Background: an optimization exercise with open tools, aiming at small area. Do not read the settings as production practice.
The RTL of this run was laid out without a check of its function.

[flow/run.sh]
#!/bin/bash
# synth_recipe.tcl (not shown) runs the flow's synth.tcl, then flattens the netlist and writes it again
# the make line also repeats each setting of config.mk as NAME=value (left out here)
make -C /OpenROAD-flow-scripts/flow DESIGN_CONFIG=/design/flow/config.mk WORK_HOME=/design/flow/orfs CLKGATE_MAP_FILE= SYNTH_SCRIPT=/design/flow/synth_recipe.tcl finish
[flow/config.mk]
export PLATFORM = sky130hd
export DESIGN_NAME = word_codec
export DESIGN_NICKNAME = word_codec
export VERILOG_FILES = /design/flow/design.v
export SDC_FILE = /design/flow/constraint.sdc
export NUM_CORES = 4
export LEC_CHECK = 0
export CAP_MARGIN = 20
export CORE_MARGIN = 2
export CORE_UTILIZATION = 40
export SLEW_MARGIN = 20
[flow/design.v]
module word_codec (
    input              clk,
    input              rst,
    input              enc_valid,
    input              enc_dram,
    input              enc_poison,
    input      [127:0] enc_data,
    input      [23:0]  enc_addr,
    input      [17:0]  enc_row,
    output reg         enc_out_valid,
    output reg [15:0]  enc_check,
    input              dec_valid,
    input              dec_dram,
    input      [127:0] dec_data,
    input      [15:0]  dec_check,
    input      [23:0]  dec_addr,
    input      [17:0]  dec_row,
    output reg         dec_out_valid,
    output reg [127:0] dec_out_data,
    output reg [8:0]   dec_out_check,
    output reg [2:0]   dec_class,
    output reg         dec_hash_err,
    output reg         dec_ce,
    output reg         dec_ue
);
    localparam CL_CLEAN  = 3'd0;    
    localparam CL_PBIT   = 3'd1;    
    localparam CL_DATA   = 3'd2;    
    localparam CL_CHECK  = 3'd3;    
    localparam CL_MISADR = 3'd4;    
    localparam CL_MULTI  = 3'd5;    
    localparam CL_DOUBLE = 3'd6;    
    localparam [152*8-1:0] COLS = {
        8'hBB, 8'hBA, 8'hB9, 8'hB8, 8'hB7, 8'hB6, 8'hB5, 8'hB4, 8'hB3, 8'hB2, 8'hB1, 8'hB0, 8'hAF, 8'hAE, 8'hAD, 8'hAC,
        8'hAB, 8'hAA, 8'hA9, 8'hA8, 8'hA7, 8'hA6, 8'hA5, 8'hA4, 8'hA3, 8'hA2, 8'hA1, 8'h9F, 8'h9E, 8'h9D, 8'h9C, 8'h9B,
        8'h9A, 8'h99, 8'h98, 8'h97, 8'h96, 8'h95, 8'h94, 8'h93, 8'h92, 8'h91, 8'h8F, 8'h8E, 8'h8D, 8'h8C, 8'h8B, 8'h8A,
        8'h89, 8'h87, 8'h86, 8'h85, 8'h83, 8'h7F, 8'h7E, 8'h7D, 8'h7C, 8'h7B, 8'h7A, 8'h79, 8'h78, 8'h77, 8'h76, 8'h75,
        8'h74, 8'h73, 8'h72, 8'h71, 8'h70, 8'h6F, 8'h6E, 8'h6D, 8'h6C, 8'h6B, 8'h6A, 8'h69, 8'h68, 8'h67, 8'h66, 8'h65,
        8'h64, 8'h63, 8'h62, 8'h61, 8'h5F, 8'h5E, 8'h5D, 8'h5C, 8'h5B, 8'h5A, 8'h59, 8'h58, 8'h57, 8'h56, 8'h55, 8'h54,
        8'h53, 8'h52, 8'h51, 8'h4F, 8'h4E, 8'h4D, 8'h4C, 8'h4B, 8'h4A, 8'h49, 8'h47, 8'h46, 8'h45, 8'h43, 8'h3F, 8'h3E,
        8'h3D, 8'h3C, 8'h3B, 8'h3A, 8'h39, 8'h38, 8'h37, 8'h36, 8'h35, 8'h34, 8'h33, 8'h32, 8'h31, 8'h2F, 8'h2E, 8'h2D,
        8'h2C, 8'h2B, 8'h2A, 8'h29, 8'h27, 8'h26, 8'h25, 8'h23, 8'h1F, 8'h1E, 8'h1D, 8'h1C, 8'h1B, 8'h1A, 8'h19, 8'h17,
        8'h16, 8'h15, 8'h13, 8'h0F, 8'h0E, 8'h0D, 8'h0B, 8'h07
    };
    function [7:0] col;
        input integer k;
        col = COLS[8*k +: 8];
    endfunction
    function [7:0] hamming;
        input [127:0] data;
        input [23:0]  addr;
        integer k;
        begin
            hamming = 8'd0;
            for (k = 0; k < 128; k = k + 1)
                if (data[k])
                    hamming = hamming ^ col(k);
            for (k = 0; k < 24; k = k + 1)
                if (addr[k])
                    hamming = hamming ^ col(128 + k);
        end
    endfunction
    function [6:0] row_hash;
        input [17:0] row;
        integer k;
        reg fb;
        begin
            row_hash = 7'd0;
            for (k = 17; k >= 0; k = k - 1) begin
                fb       = row_hash[6] ^ row[k];
                row_hash = {row_hash[5:0], 1'b0};
                if (fb)
                    row_hash = row_hash ^ 7'h09;
            end
        end
    endfunction
    wire [23:0] e_addr = enc_dram ? 24'd0 : enc_addr;
    wire [7:0]  e_code = hamming(enc_data, e_addr);
    wire [7:0]  e_h    = enc_poison ? ~e_code : e_code;
    wire        e_p    = ^enc_data ^ ^e_addr ^ ^e_h;
    wire [6:0]  e_crc  = enc_dram ? row_hash(enc_row) : 7'd0;
    wire [23:0] d_addr = dec_dram ? 24'd0 : dec_addr;
    wire [7:0]  d_h    = dec_check[7:0];
    wire        d_p    = dec_check[8];
    wire [7:0]  syn    = d_h ^ hamming(dec_data, d_addr);
    wire        par    = d_p ^ ^dec_data ^ ^d_addr ^ ^d_h;
    wire        d_hash = dec_dram && (dec_check[15:9] != row_hash(dec_row));
    reg [127:0] c_data;
    reg [8:0]   c_check;
    reg [2:0]   c_class;
    reg         is_data, is_check, is_addr;
    integer     k;
    always @* begin
        is_data  = 1'b0;
        is_check = 1'b0;
        is_addr  = 1'b0;
        c_data   = dec_data;
        c_check  = {d_p, d_h};
        for (k = 0; k < 128; k = k + 1)
            if (syn == col(k)) begin
                is_data   = 1'b1;
            end
        for (k = 0; k < 8; k = k + 1)
            if (syn == (8'd1 << k))
                is_check = 1'b1;
        for (k = 0; k < 24; k = k + 1)
            if (syn == col(128 + k))
                is_addr = 1'b1;
        if (syn == 8'hFF)
            is_addr = 1'b1;
        if (syn == 8'd0 && !par) begin
            c_class = CL_CLEAN;
        end else if (syn == 8'd0) begin
            c_class    = CL_PBIT;
            c_check[8] = ~d_p;
        end else if ((is_data || is_check) && par) begin
            if (is_data) begin
                c_class = CL_DATA;
                for (k = 0; k < 128; k = k + 1)
                    if (syn == col(k))
                        c_data[k] = ~dec_data[k];
            end else begin
                c_class = CL_CHECK;
                c_check[7:0] = d_h ^ syn;
            end
        end else if (is_addr) begin
            c_class = CL_MISADR;
        end else if (par) begin
            c_class = CL_MULTI;
        end else begin
            c_class = CL_DOUBLE;
        end
    end
    wire c_ce = (c_class == CL_PBIT) || (c_class == CL_DATA) || (c_class == CL_CHECK);
    wire c_ue = (c_class[2]) || d_hash;
    always @(posedge clk) begin
        if (rst) begin
            enc_out_valid <= 1'b0;
            enc_check     <= 16'd0;
            dec_out_valid <= 1'b0;
            dec_out_data  <= 128'd0;
            dec_out_check <= 9'd0;
            dec_class     <= 3'd0;
            dec_hash_err  <= 1'b0;
            dec_ce        <= 1'b0;
            dec_ue        <= 1'b0;
        end else begin
            enc_out_valid <= enc_valid;
            enc_check     <= {e_crc, e_p, e_h};
            dec_out_valid <= dec_valid;
            dec_out_data  <= c_data;
            dec_out_check <= c_check;
            dec_class     <= c_class;
            dec_hash_err  <= d_hash;
            dec_ce        <= c_ce & ~d_hash;
            dec_ue        <= c_ue;
        end
    end
endmodule
[flow/constraint.sdc]
create_clock -name core_clock -period 10.0 [get_ports {clk}]
set_input_delay 2.0000 -clock core_clock [delete_from_list [all_inputs] [get_ports {clk}]]
set_output_delay 2.0000 -clock core_clock [all_outputs]
set_load 0.01 [all_outputs]
==> flow_metrics.tcl <==
set metrics [dict create \
    core_region_area_um2 36600 \
    first_pass_iters 5 \
    cts_buffer_depth 2 \
    synth_top_area_frac 0.380 \
    synth-edff-count 0 \
    drt_iter0_markers 1211 \
    hold_path_class "input port to flop" \
    multi_input_area_um2 11400 \
    rsz0062_at_grt "no" \
    syn2layout_area_growth_pct 42.0 \
    hold_buffers 0 \
    cp-end-kind "flop" \
    slew-limit-headroom 0.263 \
    setup_viol 0 \
    synth-seq-cells 161 \
    grt_pass1_vias 14337 \
    yosysSeqAreaShare 0.217 \
    via_per_inst 5.25 \
    cpMaxStageDelayCell "nand4_1" \
    finalWeightedCongestion 0.939 \
    grt_use_total 0.332 \
    finalSetupTns_ns 0 \
    root_buffer "clkbuf_16" \
    crit_type "input port to flop" \
    start_util 0.407 \
    port_buffers 523 \
    path_clk_slew_ns 0.08 \
    cp.required_ns 10.34 \
    syn-num-nets 2051 \
    dieArea_um2 38800 \
    status "complete, no violations" \
    drive_gt1_frac 0.0302 \
    nFillCells 3389 \
    drc 0 \
    rows 70 \
    max_freq_mhz 147 \
    syn_area_per_cell_um2 8.82 \
    timing.final.crit_share 0.682 \
    worstPathCellList "clkdlybuf4s50_1 > xnor2_1 > xnor2_1 > xor3_1 > xnor3_1 > xor2_2 > xnor3_1 > xnor2_1 > xnor2_1 > buf_4 > nand4_1 > nor2_1 > xnor2_1 > nor2_1" \
    antenna_found_initial 2 \
    gr-total-overflow 0 \
    syn_inst 1688 \
    fin_crit_ns 6.82 \
    critPathArrivalTime_ns 7.16 \
    ant_nets 0 \
    cap_violations 0 \
    tightest_slew_ns 1.10 \
    final_net_count 2539 \
    grt_max_degree 86 \
    dpl.cell_count 2624 \
    async_reset_ff_frac 0 \
    slew_violations 0 \
    regArea_um2 3220 \
    synth_area_leaders "xnor2_1 38%, dfxtp_1 22%, xnor3_1 7.4%" \
    max_stage_delay_ns 0.73 \
    yosysWarnings 1 \
    grt_first_pass_wirelength_um 93800 \
    critPathMostFrequentCell "xnor2_1" \
    htree_num_levels 4 \
    synth_ff_type "dfxtp_1" \
    ios 524 \
    post-dp-hpwl_um 53400 \
    cts_resized 0 \
    hold_violations 0 \
    layoutNonFillerInstCount 2659 \
    die_h_um 197 \
    ys_types 55 \
    clock_sinks 161 \
    fp.dieW_um 197 \
    startpoint_type "input port" \
    post-route-util 0.577 \
    synth_largest_area_cell "xnor2_1" \
    routedWlPerCell_um 24.3 \
    post_cts_buffers 0 \
    netlist_area_um2 14900 \
    cts_tree "built" \
    worstPathMaxFanout 16 \
    num_vias 13953 \
    wl_um 64700 \
    hold_ws_ns 2.08 \
    cts_buffers 17 \
]
[final timing paths]
| check | startpoint | to | cells after the start |
|---|---|---|---|
| max | dec_data[63] | dec_out_data[7] | 14 |
| min | enc_valid | enc_out_valid | 2 |
[cells by family (layout without fill, tap and decap cells)]
family          count (synthesis)  in the layout  share of synthesized area
mux                             2              2                    0.00135
compound gates                185            185                     0.0725
simple gates                  429            429                      0.134
buf+inv                        75            576                     0.0209
xor+xnor                      836            836                      0.555
flops                         161            161                      0.217
other cells                     0              2                          0
[sequential cells by signal, summed over array words and instances (netlist names)]
name and count:
dec_hash_err 1, dec_ue 1, dec_ce 1, dec_out_data 128
enc_check 16, dec_out_valid 1, enc_out_valid 1, dec_out_check 9
dec_class 3
[critical path, delay by kind of cell]
kind	cells	cell delay (ns)
xor+xnor	9	2.99
buf+inv	2	0.78
simple gates	3	1.36
[Yosys cell counts, drive strengths merged, types with 11 or more instances]
library cell	count
or3	51
xnor2	648
nor2	219
a211oi	11
xor3	11
nand4	24
xor2	125
nor2b	14
a21oi	73
nor3	24
dfxtp	161
buf	16
nand3	30
o21ai	62
xnor3	52
clkbuf	54
nand2	43
[metal layers]
metal / track usage / share of wire / vias up
met2: 0.562 / 0.48 / 641
met1: 0.420 / 0.42 / 6687
met5: 0 / 0 / -
li1: - / - / 6519
met3: 0.0626 / 0.069 / 106
met4: 0.121 / 0.034 / 0
[placed cells by master (no fill, tap or decap), types with 3 or more instances in the layout]
cell             Yosys  layout
xnor2_1            645     644
xnor3_2              3       3
inv_1                5       5
o22ai_1              7       7
nor2b_1             14      14
nand2_1             43      43
nor4_1               9       9
o32ai_1              8       8
dfxtp_1            161     161
a211oi_1            11      11
a311oi_1             4       4
nand2b_1             4       4
clkdlybuf4s50_1      0     522
nor2_1             219     219
nand3_1             30      30
xor2_1             122     121
a21oi_1             73      73
clkbuf_16            0      17
buf_4                2      16
xor3_1               9       9
xnor2_2              3       4
inv_6                0       4
or3_1               51      51
clkbuf_8             0       4
xnor3_1             49      49
nand4_1             22      22
xor2_2               3       4
nor3_1              24      24
o21ai_0             62      62
[metrics by stage]
step,setup slack (ns),instance area [um2]
global placement,2.67,20500
detailed placement,2.54,20500
global route,2.99,21100
CTS,3.00,21100
finish,3.18,21100
floorplan,4.40,14900
[cell type report]
class / count / share of cell area
antenna: 2 / 0.000237
tap: 468 / 0.0277
clock inverter: 10 / 0.00426
sequential: 161 / 0.153
multi-input combinational: 1452 / 0.538
clock buffer: 22 / 0.0229
timing repair buffer: 539 / 0.253
inverter: 5 / 0.000888

-- afterwards: timing with drivers on the ports --
No port has a modelled driver above. Below, the same layout with a new extraction and two added sets of constraints. Step 1: set_driving_cell puts a clkbuf_16 on clk and a buf_2 on each other input, an assumption about the parent block. Step 2 times the ports against the registers' clock, not the clock port: input delays grow and output delays shrink by t, the midpoint of the rising clock arrivals with the driver on. Slacks: ideal ports / drivers / drivers and shift; pairs: ideal ports / drivers.
t, ns: 0.514
setup slack, ns: 3.177 / 3.199 / 2.686
hold WS [ns]: 2.084 / 2.050 / 2.564
After both steps setup and hold are still met in this run. For this run, drivers alone change the setup slack by +0.022 ns; drivers and shift together by -0.491 ns.
